This is an optimization exercise on Yosys and OpenROAD, whose aim is small area, a short achievable clock period and few clock cycles per item, not a production implementation. Where RTL was checked, it was by simulation tests only, not by an equivalence proof against the original. No functional check of the RTL was part of run 4. Power and IR drop assume default switching activity.

## flow/design.v (module list and top-level ports; edited modules follow where they fit)
// module zlc_tilechk: 99 lines
// module tc_header_a: 121 lines
// module tc_header_b: 17 lines
// module tc_xmin: 29 lines
// module tc_nm1: 267 lines
// module tc_crc_step: 1622 lines
module zlc_tilechk (
    input  wire         clk,
    input  wire         rst,          
    input  wire [15:0]  cfg_lenm1,    
    input  wire         in_valid,
    output wire         in_ready,
    input  wire [255:0] in_data,      
    input  wire         in_first,
    input  wire         in_last,
    output wire         res_valid,
    output wire [2:0]   res_check,    
    output wire [31:0]  res_crc       
);
  // ...
==> flow/flow/run.sh <==
#!/bin/bash
# Standard layout, with the ports buffered by sky130_fd_sc_hd__buf_2
# instead of the buffer that buffer_ports picks by default, and ORFS's timing
# repair aiming at a setup slack of SETUP_SLACK_MARGIN ns at the design's period.
set -e
export BUFFER_PORTS_ARGS="-buffer_cell sky130_fd_sc_hd__buf_2"
export SETUP_SLACK_MARGIN=36.0
bash standard.sh > standard.log 2>&1
==> flow/standard.sh <==
#!/bin/bash
# synth_recipe.tcl (not shown) runs the flow's synth.tcl, then flattens the netlist and writes it again
# the make line also repeats each setting of config.mk as NAME=value (left out here)
make -C /OpenROAD-flow-scripts/flow DESIGN_CONFIG=/design/flow/config.mk WORK_HOME=/design/flow/orfs CLKGATE_MAP_FILE= SYNTH_SCRIPT=/design/flow/synth_recipe.tcl "${@:-finish}"
==> flow/config.mk <==
export PLATFORM = sky130hd
export DESIGN_NAME = zlc_tilechk
export DESIGN_NICKNAME = zlc_tilechk
export VERILOG_FILES = /design/flow/design.v
export SDC_FILE = /design/flow/constraint.sdc
export NUM_CORES = 4
export LEC_CHECK = 0
export ABC_CLOCK_PERIOD_IN_PS = 30000
export CAP_MARGIN = 20
export CORE_MARGIN = 2
export CORE_UTILIZATION = 40
export SLEW_MARGIN = 20
==> flow/constraint.sdc <==
create_clock -name core_clock -period 50.0 [get_ports {clk}]
set_input_delay 10.0000 -clock core_clock [delete_from_list [all_inputs] [get_ports {clk}]]
set_output_delay 10.0000 -clock core_clock [all_outputs]
set_load 0.01 [all_outputs]
==> summary.txt, run 1 <==
final worst path period share: 27.8%
Die Width: 264 um
Hold Crit Class: flop to flop
CTS tree: done
Layout non-clock buf frac: 6.13%
Compound-Gate Fraction of Synth Area: 5.91%
placed insts: 4123
Final Total Pwr: 2.67 mW
Top class by area: multi-input gates
Clock Sinks: 136
Logic power comb: 2.26 mW
RSZ-0062 raised after global routing: yes
Hold Crit Depth: 1
WP depth: 11
Final Hold Viols: 0
Post-Place Worst Slack: 35460 ps
Nets: 3699
crit path time final: 13880 ps
share of cells above drive strength 1: 15.3%
top cell type's share of synthesized area: 41.0%
end point of the critical path: y_q[3]
I/O pin count: 314
core area: 67200 sq um
Post-CTS Setup Bufs: 0
number of synthesized flops with an enable pin: 76
Worst-Margin Slew: 1330 ps
flop-to-flop setup slack: 44550 ps
antenna violations before repair: 4
Worst-Skew Late Latency: 460 ps
Max Clock Skew: 15.0 ps
Post-Synth Adder-Cell Area: 9.19%
register area: 3480 sq um
most used cell, CP: xnor2_1
DRC viols: 0
status: no timing/DRC/antenna violations
Testbench counts, summed over its fixed seeds: cycles 66,901, entries 66,893.
==> run 2, diff against run 1 <==
--- a/flow/config.mk
+++ b/flow/config.mk
@@ -11,2 +11,3 @@
 export CORE_UTILIZATION = 40
 export SLEW_MARGIN = 20
+export TNS_END_PERCENT = 5
==> summary.txt, run 2 <==
status: no timing/DRC/antenna violations
DRC viols: 0 (unchanged)
CTS tree: done
1st-iter DRT viols: 3740
I/O pin count: 314 (unchanged)
slew margin rel.: 10.7%
r2r worst-path depth: 11
wire per inst: 38.9 um
post-detailed-route count of antenna-violating nets: 0
Final Slew Violations: 0
die area: 69900 sq um
Non-Filler Instances: 4160
GRT Total Usage: 45.4%
total CTS buffers: 17
Hold Crit Class: flop to flop
maxcap violations: 0
Worst-Margin Slew: 1330 ps (unchanged)
final worst path period share: 27.8% (unchanged)
Hold Buf Count CTS: 0
sequential share of power: 10.5%
YS warnings: 3
Final WS setup: 36120 ps
Hold Startpoint: first_q
switching share of power: 55.2%
Yosys top cell by area: xnor2_1
final wirelength: 162 mm
antenna violations before repair: 4 (unchanged)
final core utilization: 44.9%
Final Hold Viols: 0 (unchanged)
number of synthesized flops with an enable pin: 76 (unchanged)
Syn-to-layout area delta: 11.1%
worst hold slack: 560 ps
endpoint type of the worst setup path: flop
core area: 67200 sq um (unchanged)
largest registers: field_q (32), y_q (32)
static leakage power: 11.1 nW
CTS Buffer Depth: 2
Worst Path Required: 50170 ps
htree depth: 4
Internal Power: 1.19 mW
Critical Path Slowest Stage Cell: xor2_1
post-synth cell types: 73
Avg Vias per Cell: 5.77
crit-path cells: buf_2 > xor2_1 > xnor2_1 > xnor2_1 > xnor2_1 > xnor2_1 > xor2_1 > xnor2_1 > xnor2_1 > xnor2_1 > xnor2_1
flop-to-flop setup slack: 44550 ps (about the same)
RSZ-0062 raised after global routing: yes
Yosys reg bits: 136
final setup vio count: 0
cell with the most instances after synthesis: xnor2_1
VDD IR max: 0.0490 mV
Min-Delay Endpoint: hfail_q[0]
placed insts: 4123 (unchanged)
ys async rst share: 0%
Syn Inst Count: 3034
CP Buf/Inv Count: 1
Final Total Pwr: 2.67 mW (unchanged)
Crit Path Max Fanout: 4
cell family with most CP delay: XOR/XNOR gates
Post-Place Worst Slack: 35460 ps (unchanged)
number of port buffers: 312
Fmax achieved: 72.0 MHz
RR Endpoint: y_q[29]
Syn Area/Cell: 8.93 sq um
TNS Setup: 0 ps
Initial Utilization: 40.4%
Syn Std Cell Area: 27100 sq um
Top FF cell, synth: edfxtp_1
HPWL after DPL: 141 mm
most frequent cells in the layout: 1266 x xnor2_1, 340 x xor2_1, 303 x buf_2
crit path launch type: primary input
share of cells above drive strength 1: 15.3% (unchanged)
Worst Setup Path Type: primary input to flop
Fillers: 6789
total congestion overflow: 0
Max Clock Skew: 15.0 ps (unchanged)
Clk network pwr share: 4.8%
Seq/Total Area, Yosys: 12.9%
global-route wire length before repair: 209 mm
Finished Cell Area: 30100 sq um
Die Y: 264 um
row count: 95
Clock Sinks: 136 (unchanged)
Die Width: 264 um (unchanged)
most frequent cells after synthesis: 1269 x xnor2_1, 342 x xor2_1, 180 x inv_1, 179 x nand2_1, 101 x clkbuf_1
power share of the combinational group: 84.7%
Worst-path clk slew: 70 ps
placed cell area: 29500 sq um
crit path time final: 13880 ps (unchanged)
Worst-Skew Late Latency: 460 ps (about the same)
worst path arrival time: 14050 ps
Nets: 3699 (unchanged)
RD Place Congestion: 1.09
commonest non-fill, non-tap cell in the layout: xnor2_1
switching pwr: 1.47 mW
most used cell, CP: xnor2_1
via count: 24005
FF-to-FF Start: hdr_q
Hold Crit Depth: 1 (unchanged)
Pre-antenna DRT Iters: 6
vias in the first global route: 22338
largest net degree at the start of global routing: 60
top cell type's share of synthesized area: 41.0% (unchanged)
power density over the cells: 88.6 nW/um^2
Worst path max stage delay: 1010 ps
top area cells in the synthesized netlist: xnor2_1 41%, xor2_1 11%, edfxtp_1 8.4%
Clock Tree Root: clkbuf_16
## run 2: cell counts in the layout (fill, tap and decap cells not counted)
Identical to the previous run, type by type.
## run 2: power groups by stage
stage                     combinational (mW)  clock, mW  sequential [mW]
after global routing                    2.30      0.132            0.278
after global placement                  2.20          0            0.277
final                                   2.26      0.127            0.280
after detailed placement                2.20          0            0.276
after CTS                               2.20      0.128            0.275
after floorplan                         1.47          0            0.244
## run 2: cell type report
| type | count | area (sq um) | area share [%] |
|---|---|---|---|
| inverters | 186 | 708 | 2.35 |
| diodes | 2 | 5.00 | 0.0166 |
| repair buffers | 344 | 1850 | 6.13 |
| clock inverters | 10 | 63.8 | 0.212 |
| well taps | 873 | 1090 | 3.63 |
| multi-input cells | 2587 | 22400 | 74.4 |
| clock buffers | 22 | 507 | 1.68 |
| flip-flops and latches | 136 | 3480 | 11.6 |
## run 2: worst max-delay path by stage
stage / from / to / slack (ps) / depth (start not counted)
finish: in_data[206] / y_q[3] / 36120 / 11
global route: in_data[50] / nm1_q[13] / 35990 / 19
detailed placement: in_data[49] / nm1_q[13] / 35460 / 17
global placement: in_data[49] / nm1_q[13] / 35490 / 17
floorplan: in_data[53] / nm1_q[13] / 36010 / 16
CTS: in_data[32] / nm1_q[13] / 36030 / 18
## run 2: cells by family (layout without fill, tap and decap cells)
family	after synthesis	after routing	synth area share, %
AO/OA/AOI/OAI	245	245	5.91
XOR/XNOR	1708	1708	58.4
adder cells (fa/ha/maj)	150	150	9.19
buffers and inverters	312	562	4.69
flip-flops	136	136	12.9
multiplexers	9	9	0.378
other	1	4	0.0138
AND/OR/NAND/NOR	473	473	8.60
## run 2: metal layers
metal  up-vias  global-route usage [%]  part of all wire [%]
met5         -                       0                 0.013
met3       346                    12.6                    12
met1     11758                    63.5                    42
met4         4                    22.0                   5.9
met2      1863                    63.9                    40
li1      10034                       -                     -
## run 2: repair_timing
action | CTS | global route
cloned | 0 | 0
buffers inserted | 0 | 2
setup endpoints to repair | 1 | 8
gates resized for setup | 1 | 17
## run 2: worst register-to-register path, delay by kind of cell (launching register included)
kind,cells,cell delay [ps]
XOR/XNOR,8,3480
buffers and inverters,1,410
flip-flops,1,320
AND/OR/NAND/NOR,2,1000
==> run 3, diff against run 2 <==
--- a/flow/flow/run.sh
+++ b/flow/flow/run.sh
@@ -5,4 +5,4 @@
 set -e
 export BUFFER_PORTS_ARGS="-buffer_cell sky130_fd_sc_hd__buf_2"
-export SETUP_SLACK_MARGIN=36.0
+export SETUP_SLACK_MARGIN=36.5
 bash standard.sh > standard.log 2>&1
==> summary.txt, run 3 <==
Syn-to-layout area delta: 12.2%
Worst-Skew Late Latency: 450 ps (about the same)
CTS tree: done
Worst Path Required: 50180 ps (about the same)
I/O pin count: 314 (unchanged)
post-detailed-route count of antenna-violating nets: 0 (unchanged)
ys async rst share: 0% (unchanged)
Clock Tree Root: clkbuf_16
static leakage power: 11.2 nW (+0.66%)
Syn Area/Cell: 8.93 sq um (unchanged)
Non-Filler Instances: 4173 (+0.31%)
Synth Area in XOR/XNOR: 58.4% (unchanged)
power density over the cells: 87.8 nW/um^2 (-0.89%)
vias in the first global route: 22677 (+1.5%)
Clock Sinks: 136 (unchanged)
Hold Buf Count CTS: 0 (unchanged)
DRC viols: 0 (unchanged)
GRT Total Usage: 45.4% (-0.060 points)
status: no timing/DRC/antenna violations
1st-iter DRT viols: 3617 (-3.3%)
final worst path period share: 27.7% (-0.039 points)
VDD IR max: 0.0608 mV (+24%)
Worst-Margin Slew: 1220 ps (-108 ps)
Crit Path Max Fanout: 4 (unchanged)
via count: 24105 (+0.42%)
FF-to-FF Start: v_q
die area: 69900 sq um (unchanged)
Seq/Total Area, Yosys: 12.9% (unchanged)
CP Launch Point: in_data[1]
Synth Area in Simple Gates: 8.60% (unchanged)
Compound-Gate Fraction of Synth Area: 5.91% (unchanged)
global-route wire length before repair: 209 mm (about the same)
cell with the most instances after synthesis: xnor2_1
slew margin rel.: 18.0% (+7.3 points)
Post-Synth Adder-Cell Area: 9.19% (unchanged)
Worst-path clk slew: 60 ps (about the same)
placed insts: 4126 (+0.073%)
Syn Std Cell Area: 27100 sq um (unchanged)
Die Width: 264 um (unchanged)
worst path arrival time: 14040 ps (about the same)
total CTS buffers: 17 (unchanged)
crit path launch type: primary input
wire per inst: 38.8 um (-0.29%)
number of port buffers: 312 (unchanged)
Fmax achieved: 72.1 MHz (+0.14%)
top cell type's share of synthesized area: 41.0% (unchanged)
mux contribution to synthesized area: 0.378% (unchanged)
antenna violations before repair: 8 (+4)
crit path time final: 13860 ps (-19.4 ps)
Post-Place Worst Slack: 35500 ps (+35.7 ps)
RR Endpoint: y_q[2]
Final Slew Violations: 0 (unchanged)
Worst Setup Path Type: primary input to flop
number of synthesized flops with an enable pin: 76 (unchanged)
htree depth: 4 (unchanged)
post-synth cell types: 73 (unchanged)
HPWL after DPL: 141 mm (+0.12%)
end point of the critical path: y_q[8]
most frequent cells after synthesis: 1269 x xnor2_1, 342 x xor2_1, 180 x inv_1, 179 x nand2_1, 101 x clkbuf_1
total congestion overflow: 0 (unchanged)
Initial Utilization: 40.4% (unchanged)
YS warnings: 3 (unchanged)
commonest non-fill, non-tap cell in the layout: xnor2_1
maxcap violations: 0 (unchanged)
Avg Vias per Cell: 5.78 (+0.10%)
final core utilization: 45.3% (+0.41 points)
Pre-antenna DRT Iters: 5 (-1)
r2r worst-path depth: 12 (+1)
Nets: 3710 (+0.30%)
final setup vio count: 0 (unchanged)
TNS Setup: 0 ps (unchanged)
Top FF cell, synth: edfxtp_1
most frequent cells in the layout: 1262 x xnor2_1, 339 x xor2_1, 295 x buf_2
final wirelength: 162 mm (about the same)
largest family of logic cells by synthesized area: XOR/XNOR gates
Yosys top cell by area: xnor2_1
core area: 67200 sq um (unchanged)
top area cells in the synthesized netlist: xnor2_1 41%, xor2_1 11%, edfxtp_1 8.4%
largest net degree at the start of global routing: 69 (+15%)
Hold Crit Class: flop to flop
flop-to-flop setup slack: 44180 ps (-370 ps)
Max Clock Skew: 12.5 ps (-2.52 ps)
largest registers: field_q (32), y_q (32)
Final Hold Viols: 0 (unchanged)
CTS Buffer Depth: 2 (unchanged)
endpoint type of the worst setup path: flop
RD Place Congestion: 1.10 (+1.2%)
Die Y: 264 um (unchanged)
RSZ-0062 raised after global routing: yes
Yosys reg bits: 136 (unchanged)
Syn Inst Count: 3034 (unchanged)
row count: 95 (unchanged)
Final WS setup: 36140 ps (+19.4 ps)
share of cells above drive strength 1: 16.6% (+1.3 points)
==> run 3: cell count changes in the layout (fill, tap and decap cells not counted), sizes merged <==
cell / before / now
buf: 337 / 354
bufinv: 0 / 1
clkbuf: 29 / 18
clkinv: 9 / 13
clkinvlp: 3 / 7
diode: 2 / 4
inv: 184 / 180
==> run 3: repair_timing <==
item / 4_1_cts / 5_1_grt
pin swaps: 3 / 17
setup endpoints to repair: 18 / 30
setup buffers: 3 / 8
resized for setup: 37 / 36
==> run 3: power by group <==
group | internal, mW | switching [mW] | total, mW
logic | 0.908 | 1.35 | 2.26
clock network | 0.0682 | 0.0553 | 0.124
registers | 0.225 | 0.0606 | 0.286
total | 1.20 | 1.47 | 2.67
==> run 3: final cells by class <==
cell class | count | area [sq um]
inverter | 186 | 722
tap | 873 | 1090
antenna | 4 | 10.0
timing repair buffer | 355 | 1980
clock buffer | 17 | 425
sequential | 136 | 3490
multi-input combinational | 2587 | 22600
clock inverter | 15 | 129
fill | 6727 | 36800
==> run 3: critical path, stage by stage <==
cell	delay, ps
buf_2	120
xor2_1	440
xor2_1	800
xnor2_2	490
xor2_1	300
xnor2_1	800
xnor2_1	270
xnor2_1	260
xnor2_1	110
xnor2_1	420
==> run 3: worst min path at each step <==
stage                     startpoint         end  slack, ps  depth (start not counted)
after CTS                    first_q  hfail_q[0]        550                          1
after floorplan              first_q  hfail_q[0]        480                          1
after detailed placement     first_q  hfail_q[0]        530                          1
after global routing        poison_q  hfail_q[2]        600                          1
after global placement       first_q  hfail_q[0]        520                          1
final                        first_q  hfail_q[0]        550                          1
==> run 3: layer usage <==
| layer | GRT usage, % | wire [um] | vias to the layer above |
|---|---|---|---|
| met5 | 0 | 60 | - |
| met4 | 22.6 | 9630 | 8 |
| met3 | 13.7 | 20500 | 343 |
| met2 | 63.3 | 64400 | 1796 |
| met1 | 62.9 | 67100 | 11893 |
| li1 | - | - | 10065 |
==> run 3: cells by family (layout without fill, tap and decap cells) <==
family	count (synthesis)	after routing
xor+xnor	1708	1708
simple gates	473	473
flops	136	136
other cells	1	6
compound gates	245	245
buf+inv	312	573
fa+ha+maj	150	150
mux	9	9
==> run 3: through the flow <==
| step | hold slack (ps) | total power [mW] | instance area [sq um] |
|---|---|---|---|
| 2_1_floorplan | 478 | 1.71 | 27300 |
| 3_3_place_gp | 521 | 2.48 | 29500 |
| 3_5_place_dp | 534 | 2.48 | 29500 |
| 4_1_cts | 549 | 2.60 | 30200 |
| 5_1_grt | 597 | 2.71 | 30400 |
| 6_report | 548 | 2.67 | 30400 |
==> module zlc_tilechk, before the edit <==
module zlc_tilechk (
    input  wire         clk,
    input  wire         rst,          
    input  wire [15:0]  cfg_lenm1,    
    input  wire         in_valid,
    output wire         in_ready,
    input  wire [255:0] in_data,      
    input  wire         in_first,
    input  wire         in_last,
    output wire         res_valid,
    output wire [2:0]   res_check,    
    output wire [31:0]  res_crc       
);
    assign in_ready = 1'b1;
    reg         v_q;                  
    reg         last_q, first_q;
    reg         hdr_q;                
    reg         hold_q;               
    reg  [31:0] y_q;                  
    reg  [31:0] field_q;              
    reg         poison_q;             
    reg         ok_a_q, bounds_q, big_q, nnz0_q;
    reg  [13:0] nm1_q, nnzm1_q;
    reg  [6:0]  lx_q, hx_q;
    reg  [1:0]  kv_q;
    reg  [6:0]  pum1_q;
    reg  [2:0]  hfail_q;              
    reg  [7:0]  rem_q;                
    wire        hdr_now = v_q ? last_q : hold_q;
    wire        take    = in_valid && !rst;
    wire        after_hdr = hdr_q && !hdr_now;
    wire [31:0] s_in = hdr_now ? 32'hFFFF_FFFF :
                       hdr_q   ? field_q : y_q;
    wire [31:0] u_in = after_hdr ? y_q : 32'd0;
    wire [31:0] y_n;
    tc_crc_step u_crc (
        .s (s_in),
        .d (in_data),
        .u (u_in),
        .y (y_n)
    );
    wire        ok_a, bounds_ok, big, nnz0;
    wire [13:0] nm1, nnzm1;
    wire [6:0]  lx, hx;
    wire [1:0]  kv;
    tc_header_a u_hdr_a (
        .hdr (in_data), .lenm1 (cfg_lenm1),
        .ok_a (ok_a), .bounds_ok (bounds_ok), .nm1 (nm1), .big (big),
        .kv (kv), .lx (lx), .hx (hx), .nnzm1 (nnzm1), .nnz0 (nnz0)
    );
    always @(posedge clk) begin
        v_q      <= take;
        last_q   <= in_last;
        first_q  <= in_first;
        poison_q <= in_data[10];
        ok_a_q   <= ok_a;
        bounds_q <= bounds_ok;
        big_q    <= big;
        nm1_q    <= nm1;
        kv_q     <= kv;
        lx_q     <= lx;
        hx_q     <= hx;
        nnzm1_q  <= nnzm1;
        nnz0_q   <= nnz0;
        pum1_q   <= in_data[22:16];
        hold_q   <= rst || hdr_now;
        if (take) begin
            y_q   <= y_n;
            hdr_q <= hdr_now;
            if (hdr_now)
                field_q <= in_data[255:224];
        end
    end
    wire hvalid;
    tc_header_b u_hdr_b (
        .ok_a (ok_a_q), .nm1 (nm1_q), .big (big_q), .kv (kv_q), .lx (lx_q), .hx (hx_q),
        .nnzm1 (nnzm1_q), .nnz0 (nnz0_q), .valid (hvalid)
    );
    wire [2:0] hcode = !first_q  ? 3'd1 :
                       !hvalid   ? 3'd2 :
                       !bounds_q ? 3'd3 :
                       poison_q  ? 3'd4 : 3'd0;
    always @(posedge clk) begin
        if (v_q) begin
            if (hdr_q) begin
                hfail_q <= hcode;
                rem_q   <= {1'b0, pum1_q} + 8'd1;
            end else if (rem_q != 8'hFF) begin
                rem_q   <= rem_q - 8'd1;
            end
        end
    end
    assign res_valid = v_q && last_q;
    assign res_check = hdr_q               ? ((hcode != 3'd0) ? hcode : 3'd5) :
                       (hfail_q != 3'd0)   ? hfail_q :
                       (rem_q != 8'd1)     ? 3'd5 :
                       (y_q != ~field_q)   ? 3'd6 : 3'd0;
    assign res_crc   = ~y_q;
endmodule
==> run 4, diff against run 3 <==
--- a/flow/design.v
+++ b/flow/design.v
@@ -24,5 +24,4 @@
     reg  [6:0]  lx_q, hx_q;
     reg  [1:0]  kv_q;
-    reg  [6:0]  pum1_q;
     reg  [2:0]  hfail_q;              
     reg  [7:0]  rem_q;                
@@ -63,11 +62,14 @@
         nnzm1_q  <= nnzm1;
         nnz0_q   <= nnz0;
-        pum1_q   <= in_data[22:16];
         hold_q   <= rst || hdr_now;
         if (take) begin
             y_q   <= y_n;
             hdr_q <= hdr_now;
-            if (hdr_now)
+            if (hdr_now) begin
                 field_q <= in_data[255:224];
+                rem_q   <= {1'b0, in_data[22:16]} + 8'd1;    
+            end else if (rem_q != 8'hFF) begin
+                rem_q   <= rem_q - 8'd1;
+            end
         end
     end
@@ -82,17 +84,11 @@
                        poison_q  ? 3'd4 : 3'd0;
     always @(posedge clk) begin
-        if (v_q) begin
-            if (hdr_q) begin
-                hfail_q <= hcode;
-                rem_q   <= {1'b0, pum1_q} + 8'd1;
-            end else if (rem_q != 8'hFF) begin
-                rem_q   <= rem_q - 8'd1;
-            end
-        end
+        if (v_q && hdr_q)
+            hfail_q <= hcode;
     end
     assign res_valid = v_q && last_q;
     assign res_check = hdr_q               ? ((hcode != 3'd0) ? hcode : 3'd5) :
                        (hfail_q != 3'd0)   ? hfail_q :
-                       (rem_q != 8'd1)     ? 3'd5 :
+                       (rem_q != 8'd0)     ? 3'd5 :
                        (y_q != ~field_q)   ? 3'd6 : 3'd0;
     assign res_crc   = ~y_q;
--- a/flow/flow/run.sh
+++ b/flow/flow/run.sh
@@ -5,4 +5,4 @@
 set -e
 export BUFFER_PORTS_ARGS="-buffer_cell sky130_fd_sc_hd__buf_2"
-export SETUP_SLACK_MARGIN=36.5
+export SETUP_SLACK_MARGIN=36.0
 bash standard.sh > standard.log 2>&1
--- a/flow/config.mk
+++ b/flow/config.mk
@@ -11,3 +11,2 @@
 export CORE_UTILIZATION = 40
 export SLEW_MARGIN = 20
-export TNS_END_PERCENT = 5
==> summary.txt, run 4 <==
Worst-Margin Slew: 1220 ps (-0.306 ps)
row count: 96 (+1.1%)
most frequent cells after synthesis: 1214 x xnor2_1, 357 x xor2_1, 180 x inv_1, 163 x nand2_1, 91 x clkbuf_1
Clock Sinks: 129 (-5.1%)
total CTS buffers: 17 (unchanged)
largest net degree at the start of global routing: 48 (-30%)
TNS Setup: 0 ps (unchanged)
Yosys top cell by area: xnor2_1
ys async rst share: 0% (unchanged)
Max Clock Skew: 10.8 ps (-1.63 ps)
HPWL after DPL: 131 mm (-7.3%)
register area: 3350 sq um (-4.1%)
Non-Filler Instances: 4149 (-0.58%)
htree depth: 4 (unchanged)
Worst-Skew Late Latency: 450 ps (about the same)
I/O pin count: 314 (unchanged)
final wirelength: 150 mm (-7.1%)
Crit Path Max Fanout: 4 (unchanged)
Worst-path clk slew: 60 ps (about the same)
Final Slew Violations: 0 (unchanged)
placed insts: 4112 (-0.34%)
Die Width: 266 um (+0.81%)
RD Place Congestion: 1.13 (+2.7%)
CTS tree: done
post-synth cell types: 73 (unchanged)
Clock Tree Root: clkbuf_16
Multi-input gate area: 23000 sq um (+2.0%)
die area: 71000 sq um (+1.6%)
worst path arrival time: 14070 ps (+30 ps)
top cell type's share of synthesized area: 38.6% (-2.4 points)
cell with the most instances after synthesis: xnor2_1
Syn Std Cell Area: 27600 sq um (+1.7%)
Nets: 3683 (-0.73%)
GRT Total Usage: 41.6% (-3.8 points)
crit path time final: 13910 ps (+48.8 ps)
slew margin rel.: 18.0% (+0.021 points)
number of port buffers: 312 (unchanged)
vias in the first global route: 22509 (-0.74%)
VDD IR max: 0.0514 mV (-16%)
via count: 23560 (-2.3%)
total congestion overflow: 0 (unchanged)
largest registers: field_q (32), y_q (32)
core area: 68300 sq um (+1.8%)
static leakage power: 11.4 nW (+1.4%)
global-route wire length before repair: 197 mm (-5.9%)
endpoint type of the worst setup path: flop
Hold Buf Count CTS: 0 (unchanged)
largest family of logic cells by synthesized area: XOR/XNOR gates
RSZ-0062 raised after global routing: no
mux contribution to synthesized area: 0.636% (+0.26 points)
Syn Inst Count: 3015 (-0.63%)
Compound-Gate Fraction of Synth Area: 5.68% (-0.23 points)
number of synthesized flops with an enable pin: 76 (unchanged)
1st-iter DRT viols: 3728 (+3.1%)
post-detailed-route count of antenna-violating nets: 0 (unchanged)
Final Hold Viols: 0 (unchanged)
Top FF cell, synth: edfxtp_1
Pre-antenna DRT Iters: 6 (+1)
flop-to-flop setup slack: 44790 ps (+610 ps)
antenna violations before repair: 3 (-5)
Synth Area in Simple Gates: 8.72% (+0.12 points)
share of cells above drive strength 1: 16.9% (+0.34 points)
Die Y: 266 um (+0.81%)
power density over the cells: 86.0 nW/um^2 (-2.0%)
CTS Buffer Depth: 2 (unchanged)
Seq/Total Area, Yosys: 12.1% (-0.72 points)
Yosys reg bits: 129 (-5.1%)
final worst path period share: 27.8% (+0.098 points)
Fillers: 6860 (+2.0%)
Avg Vias per Cell: 5.68 (-1.7%)
Initial Utilization: 40.3% (-0.044 points)
final setup vio count: 0 (unchanged)
Hold Crit Class: flop to flop
most frequent cells in the layout: 1213 x xnor2_1, 356 x xor2_1, 302 x buf_2
crit path launch type: primary input
Worst Setup Path Type: primary input to flop
Post-Synth Adder-Cell Area: 9.40% (+0.20 points)
maxcap violations: 0 (unchanged)
Worst Path Required: 50160 ps (-20 ps)
Synth Area in XOR/XNOR: 58.9% (+0.52 points)
Fmax achieved: 71.9 MHz (-0.35%)
top area cells in the synthesized netlist: xnor2_1 39%, xor2_1 11%, edfxtp_1 8.3%
Syn-to-layout area delta: 10.9%
DRC viols: 0 (unchanged)
wire per inst: 36.2 um (-6.5%)
commonest non-fill, non-tap cell in the layout: xnor2_1
status: no timing/DRC/antenna violations
YS warnings: 3 (unchanged)
Syn Area/Cell: 9.14 sq um (+2.3%)
run 4: timing repair:
item / in CTS / in global routing
setup buffers: 1 / 3
endpoints found under the setup margin: 1 / 6
pin swaps: 0 / 1
gates resized for setup: 0 / 25
run 4: logic make-up (layout without fill, tap and decap cells):
kind of cell               count (synthesis)  after routing
xor gates and xnor gates                1703           1703
adders and majority gates                159            159
buffers and inverters                    307            557
AOI/OAI and AO/OA                        218            218
other                                      1              3
and+or+nand+nor                          482            482
DFF                                      129            129
muxes                                     16             16
run 4: routing by layer:
metal  routed length [um]  GRT usage (%)  vias to the layer above
li1                     -              -                     9951
met1                60800           56.2                    11443
met2                60900           59.4                     1795
met3                19100           12.4                      367
met4                 9490           21.7                        4
met5                   30              0                        -
run 4: worst paths after layout:
path / endpoint / startpoint / cells after the start
worst max-delay path: y_q[2] / in_data[227] / 11
worst min-delay path: hfail_q[0] / first_q / 1
worst max register to register: y_q[3] / hdr_q / 13
worst min register to register: hfail_q[0] / first_q / 1
run 4: worst max-delay path, cell delays in order:
cell and delay [ps]:
buf_2 320, xor2_1 670, xnor2_1 350, xnor2_1 580, xnor2_1 170, xnor2_1 610, xnor2_1 260, xnor2_1 200
xnor2_1 170, xnor2_1 490, xnor2_1 200
run 4: layout make-up:
cell class	instances	area share, %
tap	882	3.61
multi-input combinational	2580	75.3
antenna	1	0.00819
clock buffer	18	1.40
clock inverter	14	0.475
inverter	184	2.31
timing repair buffer	341	5.92
sequential	129	11.0
run 4: power by group:
group / leakage [nW] / internal [mW] / switching (mW)
logic: 9.94 / 0.900 / 1.33
registers: 1.16 / 0.219 / 0.0516
clock network: 0.274 / 0.0699 / 0.0544
run 4: stage by stage:
step	hold slack (ps)	utilization, %	setup slack [ps]	power [mW]	cell area, sq um
global placement	512	43.7	35560	2.44	29900
CTS	542	44.6	36020	2.56	30500
global route	582	44.7	36010	2.67	30500
finish	543	44.7	36090	2.63	30500
detailed placement	526	43.7	35520	2.44	29900
floorplan	472	-	36000	1.72	27600

## re-timing with driven ports
The flow's constraints put no driver on any port. The routed layouts listed below were extracted and timed again, unchanged, in two steps.
Step 1 assumes that a clkbuf_16 drives the clock port and a buf_2 every other input.
Step 2, shift: input delay + t, output delay - t, t = (earliest + latest rising clock arrival at the registers) / 2. This alone moves slack from input paths to output paths.
Three values: ideal, step 1, step 2; two values: the first two.
run | shift t [ns] | setup WS [ns] | latest minus earliest clock arrival (ns) | cell pins on the clock port's net
run 1 | 0.499 | 36.119 / 36.148 / 35.649 | 0.019 / 0.019 | 1
run 2 | 0.499 | 36.119 / 36.148 / 35.649 | 0.019 / 0.019 | 1
run 3 | 0.499 | 36.138 / 36.173 / 35.674 | 0.014 / 0.014 | 1
run 4 | 0.492 | 36.089 / 36.116 / 35.624 | 0.014 / 0.014 | 1
After both steps every run listed still meets setup and hold.
